From an optimization exercise on the open Yosys and OpenROAD flow, aimed at small area, a short achievable clock period and few clock cycles per item; shortcuts taken in it are not production practice.
Only simulation tests tie the RTL to the original design; equivalence was not proved.
No activity file was given, so power comes from the tool's default toggle rates.

==> flow/design.v, too long to show whole: its modules and the start of the top module <==
// module sdft_core: 99 lines
// module sdft_mac: 892 lines
// module sdft_benc: 93 lines
// module sdft_cpa: 393 lines
// module sdft_add33: 159 lines
// module sdft_add35: 167 lines
module sdft_core (
    input  wire         clk,
    input  wire         rst,         
    input  wire         op_valid,
    output wire         op_ready,
    input  wire         op_clr,      
    input  wire [7:0]   op_mask,
    input  wire         op_half,     
    input  wire         op_neg,      
    input  wire [255:0] op_xn,       
    input  wire [255:0] op_xo,
    input  wire [31:0]  op_cos,      
    input  wire [31:0]  op_sin,
    output wire         idle,
    input  wire [2:0]   rd_ch,
    output wire [79:0]  rd_re,
    output wire [79:0]  rd_im,
    output wire [7:0]   wrap
);
  // ...
==> flow/flow/run.sh <==
#!/bin/bash
# The standard layout, with two changes to how it is made:
#  - timing repair aims at SETUP_SLACK_MARGIN ns of setup slack, i.e. at a
#    shorter period than the clock's (the clock period and constraints are
#    the design's, unchanged), repairing the worst 5% of endpoints;
#  - global routing holds back more of met1/met2 (flow/fastroute.tcl).
set -euo pipefail
here=$(pwd)
bash standard.sh SETUP_SLACK_MARGIN=13 TNS_END_PERCENT=5 \
    FASTROUTE_TCL="$here/flow/fastroute.tcl" finish > standard_flow.log 2>&1
==> flow/flow/fastroute.tcl <==
# Global routing layers as the platform's fastroute.tcl sets them, with more
# of met1 and met2 held back for pin access, so that global routing leaves
# less to the detailed router on the crowded lower layers.
set_global_routing_layer_adjustment $::env(MIN_ROUTING_LAYER)-$::env(MAX_ROUTING_LAYER) 0.2
set_global_routing_layer_adjustment met1 0.55
set_global_routing_layer_adjustment met2 0.35

set_routing_layers -clock $::env(MIN_CLK_ROUTING_LAYER)-$::env(MAX_ROUTING_LAYER)
set_routing_layers -signal $::env(MIN_ROUTING_LAYER)-$::env(MAX_ROUTING_LAYER)
==> flow/standard.sh <==
#!/bin/bash
# synth_recipe.tcl (not shown) runs the flow's synth.tcl, then flattens the netlist and writes it again
# the make line also repeats each setting of config.mk as NAME=value (left out here)
make -C /OpenROAD-flow-scripts/flow DESIGN_CONFIG=/design/flow/config.mk WORK_HOME=/design/flow/orfs CLKGATE_MAP_FILE= SYNTH_SCRIPT=/design/flow/synth_recipe.tcl "${@:-finish}"
==> flow/config.mk <==
export PLATFORM = sky130hd
export DESIGN_NAME = sdft_core
export DESIGN_NICKNAME = sdft_core
export VERILOG_FILES = /design/flow/design.v
export SDC_FILE = /design/flow/constraint.sdc
export NUM_CORES = 4
export LEC_CHECK = 0
export CAP_MARGIN = 20
export CELL_PAD_IN_SITES_DETAIL_PLACEMENT = 1
export CELL_PAD_IN_SITES_GLOBAL_PLACEMENT = 1
export CORE_MARGIN = 2
export CORE_UTILIZATION = 40
export PLACE_DENSITY = 0.5
export SLEW_MARGIN = 20
==> flow/constraint.sdc <==
create_clock -name core_clock -period 25.0 [get_ports {clk}]
set_input_delay 5.0000 -clock core_clock [delete_from_list [all_inputs] [get_ports {clk}]]
set_output_delay 5.0000 -clock core_clock [all_outputs]
set_load 0.01 [all_outputs]
==> summary.txt, run 1 <==
final number of max-transition violations=3; initial antenna violation count=291; max frequency=0.0816 GHz; Worst-Margin Slew=1.59 ns; largest area contributor in the netlist=fa_1; most frequent cells in the layout=fa_1 (3029), a221oi_1 (2819), a22o_1 (2816), inv_1 (2634), xnor2_1 (2140); final worst setup slack=12.75 ns; Synth Flop Type=dfxtp_1; clock network contribution to total cell area=0.0276; Syn Area/Cell=9.56 µm²; Seq cells=1651; status=finished with violations; Post-synth EDFFs=8; metal2 WL=576 mm; Slew headroom=-0.0645; Netlist cell types=88; largest family of logic cells by synthesized area=adder cells; share of layout cells above drive strength 1=0.0949; syn_nets=31600; Core Util, Final=0.441; Max-Cap Viols=1; SO Faults=capacitance limit, slew limit; Switching Fraction=0.567; Yosys reg bits=1651; Hold Path Sink=y_im[0][37]
Testbench counts, summed over its fixed seeds: cycles 780, ops 384.
==> run 2, diff against run 1 <==
--- a/flow/config.mk
+++ b/flow/config.mk
@@ -5,10 +5,10 @@
 export SDC_FILE = /design/flow/constraint.sdc
 export NUM_CORES = 4
 export LEC_CHECK = 0
-export CAP_MARGIN = 20
+export CAP_MARGIN = 35
 export CELL_PAD_IN_SITES_DETAIL_PLACEMENT = 1
 export CELL_PAD_IN_SITES_GLOBAL_PLACEMENT = 1
 export CORE_MARGIN = 2
 export CORE_UTILIZATION = 40
 export PLACE_DENSITY = 0.5
-export SLEW_MARGIN = 20
+export SLEW_MARGIN = 35
==> summary.txt, run 2 <==
status=finished with violations (unchanged); SO Faults=capacitance limit, slew limit (unchanged); post-synthesis adder-cell area fraction=0.309 (unchanged); clk_skew=0.127 ns (was 0.109 ns); Ports=763 (unchanged); Netlist cell types=88 (unchanged); most frequent cells after synthesis=fa_1 (3030), clkbuf_1 (2834), a221oi_1 (2819) (unchanged); Via density=7.15 (was 7.14); Synth async-reset ratio=0 (unchanged); CP max stage delay=0.55 ns (was 0.54 ns); die height=801 µm (unchanged); # DRC=0 (unchanged); PortBufs=762 (unchanged); Syn Area/Cell=9.56 µm² (unchanged); final setup fails=0 (unchanged); cell family contributing the most delay on the critical path=buffers and inverters (unchanged); total iterations of the first detailed-routing run=9 (was 10); DIE AREA=0.641 mm² (unchanged); final antenna-violating net count=0 (unchanged); cts bufs inserted=220 (was 219); CTS Buffer Depth=4 (unchanged); metal2 WL=579 mm (was 576 mm); cell mode on critical path=buf_16 (unchanged); row count=292 (unchanged); share of layout cells above drive strength 1=0.0978 (was 0.0949); Hold Vio Cnt, Final=0 (unchanged); hold_ws=0.418 ns (was 0.435 ns); clk sink count=1651 (unchanged); Core Area=0.632 mm² (unchanged); total gr overflow=0 (unchanged); synth warn=11 (unchanged); Synth Area in XOR/XNOR=0.134 (unchanged); vias in the first global route=273000 (about the same); crit-path max FO=15 (was 9); initial antenna violation count=292 (was 291); crit-path cells=buf_16 -> buf_16 -> buf_4 -> buf_12 -> mux4_2 -> mux2_2 -> clkdlybuf4s50_1 (was buf_4 -> xor2_4 -> buf_12 -> buf_6 -> buf_16 -> buf_16 -> mux2_2 -> clkdlybuf4s50_1); syn_nets=31600 (unchanged); Clock Latency Late Sink=1.10 ns (was 1.11 ns); Synth Flop Type=dfxtp_1 (unchanged); Wirelength per Cell=49.2 µm (about the same); peak supply drop=0.000151 V (was 0.000143 V); Core Util, Final=0.443 (was 0.441); via count=244000 (about the same); hpwl dp=1170 mm (about the same); WL met1=515 mm (was 512 mm); Yosys reg bits=1651 (unchanged); P per Cell Area=129 mW/mm² (was 130 mW/mm²); top-count cell post-synth=fa_1 (unchanged); fin crit share=0.490 (about the same); Iter 0 DRT Violations=16800 (was 17000); Synth-to-Final Area Change=10.3% (was 9.87%); RePlAce Congestion=1.12 (unchanged); cell area after synthesis=0.254 mm² (unchanged); Max-Cap Viols=1 (unchanged); largest family of logic cells by synthesized area=adder cells (unchanged); Worst Setup End Kind=output pin (unchanged); post-synthesis sequential area ratio=0.130 (unchanged); H-tree levels=4 (unchanged); WS Path Type=primary input to output pin (unchanged); Slew headroom=-0.0293 (was -0.0645); die width=801 µm (unchanged); Crit path arrival time=7.24 ns (was 7.25 ns); Synth Instances=26600 (unchanged); Compound-Gate Fraction of Synth Area=0.236 (unchanged); Synth top area share=0.239 (unchanged); final number of max-transition violations=3 (unchanged); Worst-Margin Slew=1.54 ns (was 1.59 ns); clock slew at reported path FFs=0.06 ns (was 0.07 ns); first-pass GRT wire length=2290 mm (about the same); largest net degree at the start of global routing=136 (unchanged); commonest non-fill, non-tap cell in the layout=fa_1 (unchanged); Worst Path Required=20.00 ns (about the same); nets=30200 (about the same); DRT Wirelength=1680 mm (about the same); critical path's slowest cell=mux4_2 (was clkdlybuf4s50_1); worst min-delay path class=flop to flop (unchanged); P_leak=104 nW (about the same); Crit path buffers/inverters=5 (was 6); gr usage total=0.653 (was 0.655); most frequent cells in the layout=fa_1 (3027), a221oi_1 (2819), a22o_1 (2816), inv_1 (2634), xnor2_1 (2126) (was fa_1 (3029), a221oi_1 (2819), a22o_1 (2816), inv_1 (2634), xnor2_1 (2140)); largest area contributor in the netlist=fa_1 (unchanged); metal3 WL=360 mm (was 359 mm); largest cells by area after synthesis=fa_1 (24%), dfxtp_1 (13%), a221oi_1 (9.7%) (unchanged); TritonCTS clock tree=built (unchanged); Fin Setup TNS=0 ns (unchanged); multiplexer share of the synthesized area=0.0480 (unchanged); RSZ-0062 raised after global routing=true (unchanged); minimum period implied by the final worst setup slack=12.24 ns (was 12.25 ns); max frequency=0.0817 GHz (was 0.0816 GHz); Starting Density=0.402 (unchanged); CP Launch Type=primary input (unchanged); Simple-Gate Fraction of Synth Area=0.0537 (unchanged); Post-synth EDFFs=8 (unchanged); Clk Tree Root Cell=clkbuf_16 (unchanged); uppermost layer routed=met5 (unchanged)
run 2: layout make-up:
class	instances	area (µm²)
Fill cell	69500	352000
Multi-Input combinational cell	18900	199000
Sequential cell	1651	34400
Timing Repair Buffer	1752	17600
Tap cell	8379	10500
Inverter	2648	9960
Clock buffer	293	6250
Clock inverter	114	1280
Antenna cell	431	1080
run 2: kinds of logic (layout without fill, tap and decap cells):
group / Yosys count / after routing
AOI/OAI and AO/OA: 7217 / 7217
xor gates and xnor gates: 3883 / 3883
adders and majority gates: 4450 / 4450
buffers and inverters: 6000 / 4807
DFF: 1651 / 1651
muxes: 788 / 788
other: 0 / 431
and+or+nand+nor: 2580 / 2580
run 2: what timing repair did:
action / 4_1_cts / 5_1_grt
cloned: 28 / 3
buffers inserted: 39 / 6
hold buffers: 0 / 0
gates resized for setup: 147 / 11
endpoints found under the setup margin: 160 / 152
pin swaps: 1 / 0
run 2: metal layers:
metal | up-vias | GRT usage
met5 | - | 0.294
met4 | 509 | 0.554
met3 | 8064 | 0.588
met2 | 25100 | 0.735
met1 | 119000 | 0.757
li1 | 92100 | -
run 2: final timing paths:
check	start	to	slack (ns)	cells past startpoint
setup / recovery	rd_ch[0]	rd_re[52]	12.76	7
hold / removal	x_im[1][16]	y_im[1][16]	0.42	1
setup reg to reg	sm1_r[16]	wrap_r[7]	13.66	28
hold reg to reg	x_im[1][16]	y_im[1][16]	0.42	1
run 2: report_power, final:
part | internal (mW) | switching [mW] | leakage, nW
Combinational | 10.3 | 17.3 | 86.8
Clock | 1.91 | 1.55 | 3.66
Sequential | 3.44 | 1.79 | 13.8
run 2: metrics by stage:
step | power (mW) | setup slack (ns) | cells | area (µm²)
final | 36.2 | 12.76 | 34200 | 280000
after global routing | 38.6 | 12.77 | 34000 | 280000
after CTS | 35.1 | 12.81 | 33700 | 278000
after detailed placement | 31.4 | 10.50 | 33200 | 268000
after global placement | 31.1 | 10.57 | 33200 | 268000
after floorplan | 20.9 | 13.12 | 26600 | 254000
==> run 3, diff against run 2 <==
--- a/flow/config.mk
+++ b/flow/config.mk
@@ -5,10 +5,10 @@
 export SDC_FILE = /design/flow/constraint.sdc
 export NUM_CORES = 4
 export LEC_CHECK = 0
-export CAP_MARGIN = 35
+export CAP_MARGIN = 60
 export CELL_PAD_IN_SITES_DETAIL_PLACEMENT = 1
 export CELL_PAD_IN_SITES_GLOBAL_PLACEMENT = 1
 export CORE_MARGIN = 2
 export CORE_UTILIZATION = 40
 export PLACE_DENSITY = 0.5
-export SLEW_MARGIN = 35
+export SLEW_MARGIN = 60
==> summary.txt, run 3 <==
status=finished clean (was finished with violations); P per Cell Area=127 mW/mm² (was 129 mW/mm²); total iterations of the first detailed-routing run=8 (was 9); Ports=763 (unchanged); gr usage total=0.657 (was 0.653); P_leak=109 nW (was 104 nW); Worst Setup End Kind=output pin (unchanged); most frequent cells after synthesis=fa_1 (3030), clkbuf_1 (2834), a221oi_1 (2819) (unchanged); R2R Setup Slk=14.28 ns (was 13.66 ns); Slew headroom=0.371 (was -0.0293); largest net degree at the start of global routing=86 (was 136); Iter 0 DRT Violations=17500 (was 16800); cell family contributing the most delay on the critical path=buffers and inverters (unchanged); cell mode on critical path=buf_16 (unchanged); total number of cells along the worst setup path=9 (was 7); Post-synth EDFFs=8 (unchanged); Crit path buffers/inverters=7 (was 5); most frequent cells in the layout=fa_1 (3022), a22o_1 (2816), a221oi_1 (2814), inv_1 (2630), xnor2_1 (2090) (was fa_1 (3027), a221oi_1 (2819), a22o_1 (2816), inv_1 (2634), xnor2_1 (2126)); row count=292 (unchanged); Worst Path Required=20.00 ns (about the same); final worst setup slack=12.69 ns (was 12.76 ns); WS Path Type=primary input to output pin (unchanged); clk_skew=0.121 ns (was 0.127 ns); r2r startpoint=sm1_r[20] (was sm1_r[16]); crit-path max FO=7 (was 15); cell area after synthesis=0.254 mm² (unchanged); vias in the first global route=275000 (was 273000); clk sink count=1651 (unchanged); final setup fails=0 (unchanged); fillers=68600 (was 69500); die width=801 µm (unchanged); largest area contributor in the netlist=fa_1 (unchanged); final number of max-transition violations=0 (was 3); crit path from=rd_ch[0] (unchanged); Synth top area share=0.239 (unchanged); DRT Wirelength=1690 mm (was 1680 mm); Syn Area/Cell=9.56 µm² (unchanged); nets=30700 (was 30200); Clk Tree Root Cell=clkbuf_16 (unchanged); Clock Latency Late Sink=1.09 ns (was 1.10 ns); share of layout cells above drive strength 1=0.119 (was 0.0978); Via density=7.10 (was 7.15); Synth Flop Type=dfxtp_1 (unchanged); CP max stage delay=0.56 ns (was 0.55 ns); Core Area=0.632 mm² (unchanged); # DRC=0 (unchanged); syn_nets=31600 (unchanged); reg2reg end=wrap_r[7] (unchanged); RePlAce Congestion=1.12 (unchanged); minimum period implied by the final worst setup slack=12.31 ns (was 12.24 ns); clock slew at reported path FFs=0.08 ns (was 0.06 ns); Yosys reg bits=1651 (unchanged); post-synthesis sequential area ratio=0.130 (unchanged); top-count cell post-synth=fa_1 (unchanged); hpwl dp=1210 mm (was 1170 mm); DIE AREA=0.641 mm² (unchanged); Fin Setup TNS=0 ns (unchanged); synth warn=11 (unchanged); total gr overflow=0 (unchanged); PortBufs=762 (unchanged); cts bufs inserted=218 (was 220); final antenna-violating net count=0 (unchanged); first-pass GRT wire length=2300 mm (was 2290 mm); largest cells by area after synthesis=fa_1 (24%), dfxtp_1 (13%), a221oi_1 (9.7%) (unchanged); Netlist cell types=88 (unchanged); via count=245000 (was 244000); Synth Instances=26600 (unchanged); Reg2Reg Depth=31 (was 28); worst hold start=x_im[0][55] (was x_im[1][16]); fin crit share=0.492 (was 0.490); die height=801 µm (unchanged); Max-Cap Viols=0 (was 1); commonest non-fill, non-tap cell in the layout=fa_1 (unchanged); CP Launch Type=primary input (unchanged); worst min-delay path class=flop to flop (unchanged); Hold Vio Cnt, Final=0 (unchanged); TritonCTS clock tree=built (unchanged); H-tree levels=4 (unchanged); Synth-to-Final Area Change=14.7% (was 10.3%); Wirelength per Cell=48.9 µm (was 49.2 µm); RSZ-0062 raised after global routing=true (unchanged); crit-path cells=buf_16 -> buf_16 -> buf_16 -> buf_16 -> buf_12 -> buf_16 -> mux4_2 -> o21ai_4 -> dlygate4sd2_1 (was buf_16 -> buf_16 -> buf_4 -> buf_12 -> mux4_2 -> mux2_2 -> clkdlybuf4s50_1); Synth async-reset ratio=0 (unchanged); Crit path arrival time=7.31 ns (was 7.24 ns); max frequency=0.0813 GHz (was 0.0817 GHz); Place WS=11.20 ns (was 10.50 ns); Worst-Margin Slew=0.943 ns (was 1.54 ns); initial antenna violation count=291 (was 292); peak supply drop=0.000137 V (was 0.000151 V); critical path's slowest cell=mux4_2 (unchanged); CTS Buffer Depth=4 (unchanged); worst setup path endpoint=rd_im[46] (was rd_re[52]); Starting Density=0.402 (unchanged)
==> run 3: per-stage QoR <==
step / hold WS [ns] / utilization / std cells / total power [mW] / cell area, µm²
after global placement: 0.428 / 0.424 / 33200 / 31.1 / 268000
after global routing: 0.464 / 0.460 / 34500 / 39.3 / 291000
after detailed placement: 0.435 / 0.437 / 33500 / 31.8 / 277000
after CTS: 0.448 / 0.453 / 34000 / 35.6 / 286000
after floorplan: 0.432 / - / 26600 / 20.9 / 254000
final: 0.445 / 0.461 / 34600 / 37.0 / 291000
==> run 3: final cells by class <==
cell class	count	area, µm²	share of cell area
diodes	373	933	0.00320
clock buffers	278	6080	0.0209
clock inverters	125	1700	0.00583
inverters	2648	9980	0.0343
multi-input cells	18900	200000	0.687
flip-flops and latches	1651	34400	0.118
well taps	8379	10500	0.0360
repair buffers	2193	27700	0.0951
==> run 3: layer usage <==
metal	up-vias	track usage	share of wire
met2	25300	0.737	0.34
met3	8663	0.589	0.22
li1	92900	-	-
met5	-	0.324	0.014
met4	597	0.566	0.13
met1	118000	0.758	0.30
==> run 3: power by group <==
group	internal (mW)	switching (mW)
combinational	10.7	17.8
sequential	3.45	1.48
clock	2.03	1.54
total	16.1	20.8
==> run 3: kinds of logic (layout without fill, tap and decap cells) <==
kind of cell,after synthesis,count (layout),share of synthesized area
AOI/OAI and AO/OA,7217,7217,0.236
buffers and inverters,6000,5244,0.0888
adders and majority gates,4450,4450,0.309
xor gates and xnor gates,3883,3883,0.134
and+or+nand+nor,2580,2580,0.0537
DFF,1651,1651,0.130
muxes,788,788,0.0480
other,0,373,0
==> run 3: what timing repair did <==
| action | CTS | global route |
|---|---|---|
| buffers inserted | 51 | 10 |
| endpoints found under the hold margin | 0 | 0 |
| hold buffers | 0 | 0 |
| gates cloned | 29 | 1 |
| pin swaps | 2 | 0 |
| endpoints found under the setup margin | 160 | 145 |
| resized for setup | 183 | 11 |
==> run 3: worst min-delay path by stage <==
stage | cells past startpoint | slack [ns] | endpoint
after CTS | 1 | 0.45 | y_re[0][15]
after global routing | 1 | 0.46 | y_im[1][67]
final | 1 | 0.45 | y_im[0][55]
after detailed placement | 1 | 0.43 | ph
after global placement | 1 | 0.43 | ph
after floorplan | 1 | 0.43 | y_im[1][10]
==> run 4, diff against run 3 <==
--- a/flow/config.mk
+++ b/flow/config.mk
@@ -5,6 +5,7 @@
 export SDC_FILE = /design/flow/constraint.sdc
 export NUM_CORES = 4
 export LEC_CHECK = 0
+export ABC_AREA = 1
 export CAP_MARGIN = 60
 export CELL_PAD_IN_SITES_DETAIL_PLACEMENT = 1
 export CELL_PAD_IN_SITES_GLOBAL_PLACEMENT = 1
==> summary.txt, run 4 <==
Clk Tree Root Cell=clkbuf_16 (unchanged); largest area contributor in the netlist=fa_1 (unchanged); Synth async-reset ratio=0 (unchanged); Synth Area in XOR/XNOR=0.137 (was 0.134); Compound-Gate Fraction of Synth Area=0.224 (was 0.236); RePlAce Congestion=1.15 (was 1.12); syn_nets=34900 (was 31600); H-tree levels=4 (unchanged); first-pass GRT wire length=2730 mm; Synth Flop Type=dfxtp_1 (unchanged); largest cells by area after synthesis=fa_1 (24%), dfxtp_1 (13%), xor2_1 (12%) (was fa_1 (24%), dfxtp_1 (13%), a221oi_1 (9.7%)); top-count cell post-synth=inv_1 (was fa_1); Post-synth EDFFs=8 (unchanged); stop err=[ERROR GRT-0116] Global routing finished with congestion. Check the congestion regions in the DRC Viewer.; Fail Step=5_1_grt; post-synthesis adder-cell area fraction=0.316 (was 0.309); Starting Density=0.401 (was 0.402); row count=289 (was 292); total gr overflow=525; multiplexer share of the synthesized area=0.000927 (was 0.0480); clk sink count=1651 (unchanged); Ports=763 (unchanged); Netlist cell types=55 (was 88); largest net degree at the start of global routing=98; cts bufs inserted=217 (was 218); Synth Instances=29800 (was 26600); most frequent cells after synthesis=inv_1 (4174), xor2_1 (3503), o22ai_1 (3044) (was fa_1 (3030), clkbuf_1 (2834), a221oi_1 (2819)); synth warn=11 (unchanged); vias in the first global route=319000; PortBufs=762 (unchanged); largest family of logic cells by synthesized area=adder cells (unchanged); Simple-Gate Fraction of Synth Area=0.0733 (was 0.0537); CTS Buffer Depth=4 (unchanged); Synth top area share=0.244 (was 0.239); hpwl dp=1320 mm (was 1210 mm); die width=792 µm (was 801 µm); Syn Area/Cell=8.33 µm² (was 9.56 µm²); die height=792 µm (was 801 µm); gr usage total=0.791; cell area after synthesis=0.248 mm² (was 0.254 mm²); Yosys reg bits=1651 (unchanged); post-synthesis sequential area ratio=0.133 (was 0.130); status=aborted with a tool error (was finished clean)
[run 4: power by group through the flow]
stage               clock [mW]  combinational, mW  sequential, mW
floorplan                    0               20.6            3.74
global placement             0               34.5            4.63
detailed placement           0               35.5            4.63
CTS                       3.62               35.9            4.58
[run 4: layer usage]
layer	global-route usage	GRT overflow
met1	0.820	70
met2	0.890	163
met3	0.724	133
met4	0.738	142
met5	0.567	17
[run 4: worst max-delay path by stage]
| stage | startpoint | end | slack, ns | cells after the start |
|---|---|---|---|---|
| 2_1_floorplan | rd_ch[1] | rd_im[30] | 13.52 | 6 |
| 3_3_place_gp | rd_ch[0] | rd_re[11] | 9.83 | 8 |
| 4_1_cts | rd_ch[1] | rd_re[54] | 12.71 | 11 |
| 3_5_place_dp | rd_ch[2] | rd_im[13] | 10.87 | 9 |
[run 4: cells by family after synthesis]
family,after synthesis
adders and majority gates,4450
AOI/OAI and AO/OA,7713
DFF,1651
and+or+nand+nor,4545
muxes,23
xor gates and xnor gates,3879
buffers and inverters,7555
[run 4: stage by stage]
| step | cells | hold WS [ns] | util | cell area, µm² | setup slack, ns |
|---|---|---|---|---|---|
| 3_5_place_dp | 36700 | 0.414 | 0.435 | 269000 | 10.87 |
| 2_1_floorplan | 29800 | 0.403 | - | 248000 | 13.52 |
| 4_1_cts | 37200 | 0.369 | 0.451 | 279000 | 12.71 |
| 3_3_place_gp | 36600 | 0.410 | 0.425 | 263000 | 9.83 |
[run 4: what timing repair did]
action                     4_1_cts
hold buffers                     0
gates resized for setup        284
setup endpoints to repair      160
cloned                          42
hold endpoints to repair         0
pin swaps                       38
setup buffers                   45

## what the ideal ports hide
How much do the figures lean on ideal ports? The routed layouts below were timed once more, with nothing changed but the port constraints.
Step 1 sets driving cells, clkbuf_16 on the clock port and buf_2 on the other inputs (assumed; they add their load-dependent delay and slew).
Step 2 adds t to the input delays and takes it off the output delays; t is the mean of the earliest and latest rising clock arrival at the registers after step 1. Input paths then give back, and output paths get back, about the clock's delay inside the block.
a / b / c = ideal ports / drivers / drivers and shift; a / b = the first two.
| run | t, ns | setup WS [ns] | clock arrival spread, ns | slew at the worst register clock pin (ns) |
|---|---|---|---|---|
| run 1 | 1.213 | 12.750 / 12.240 / 12.240 | 0.113 / 0.114 | 0.10 / 0.10 |
| run 2 | 1.205 | 12.763 / 12.298 / 12.298 | 0.128 / 0.128 | 0.08 / 0.08 |
| run 3 | 1.192 | 12.693 / 12.531 / 12.531 | 0.121 / 0.121 | 0.09 / 0.09 |
The setup slack of run 1, which loses most, moves by -0.510 ns with the drivers and by -0.510 ns with both steps.
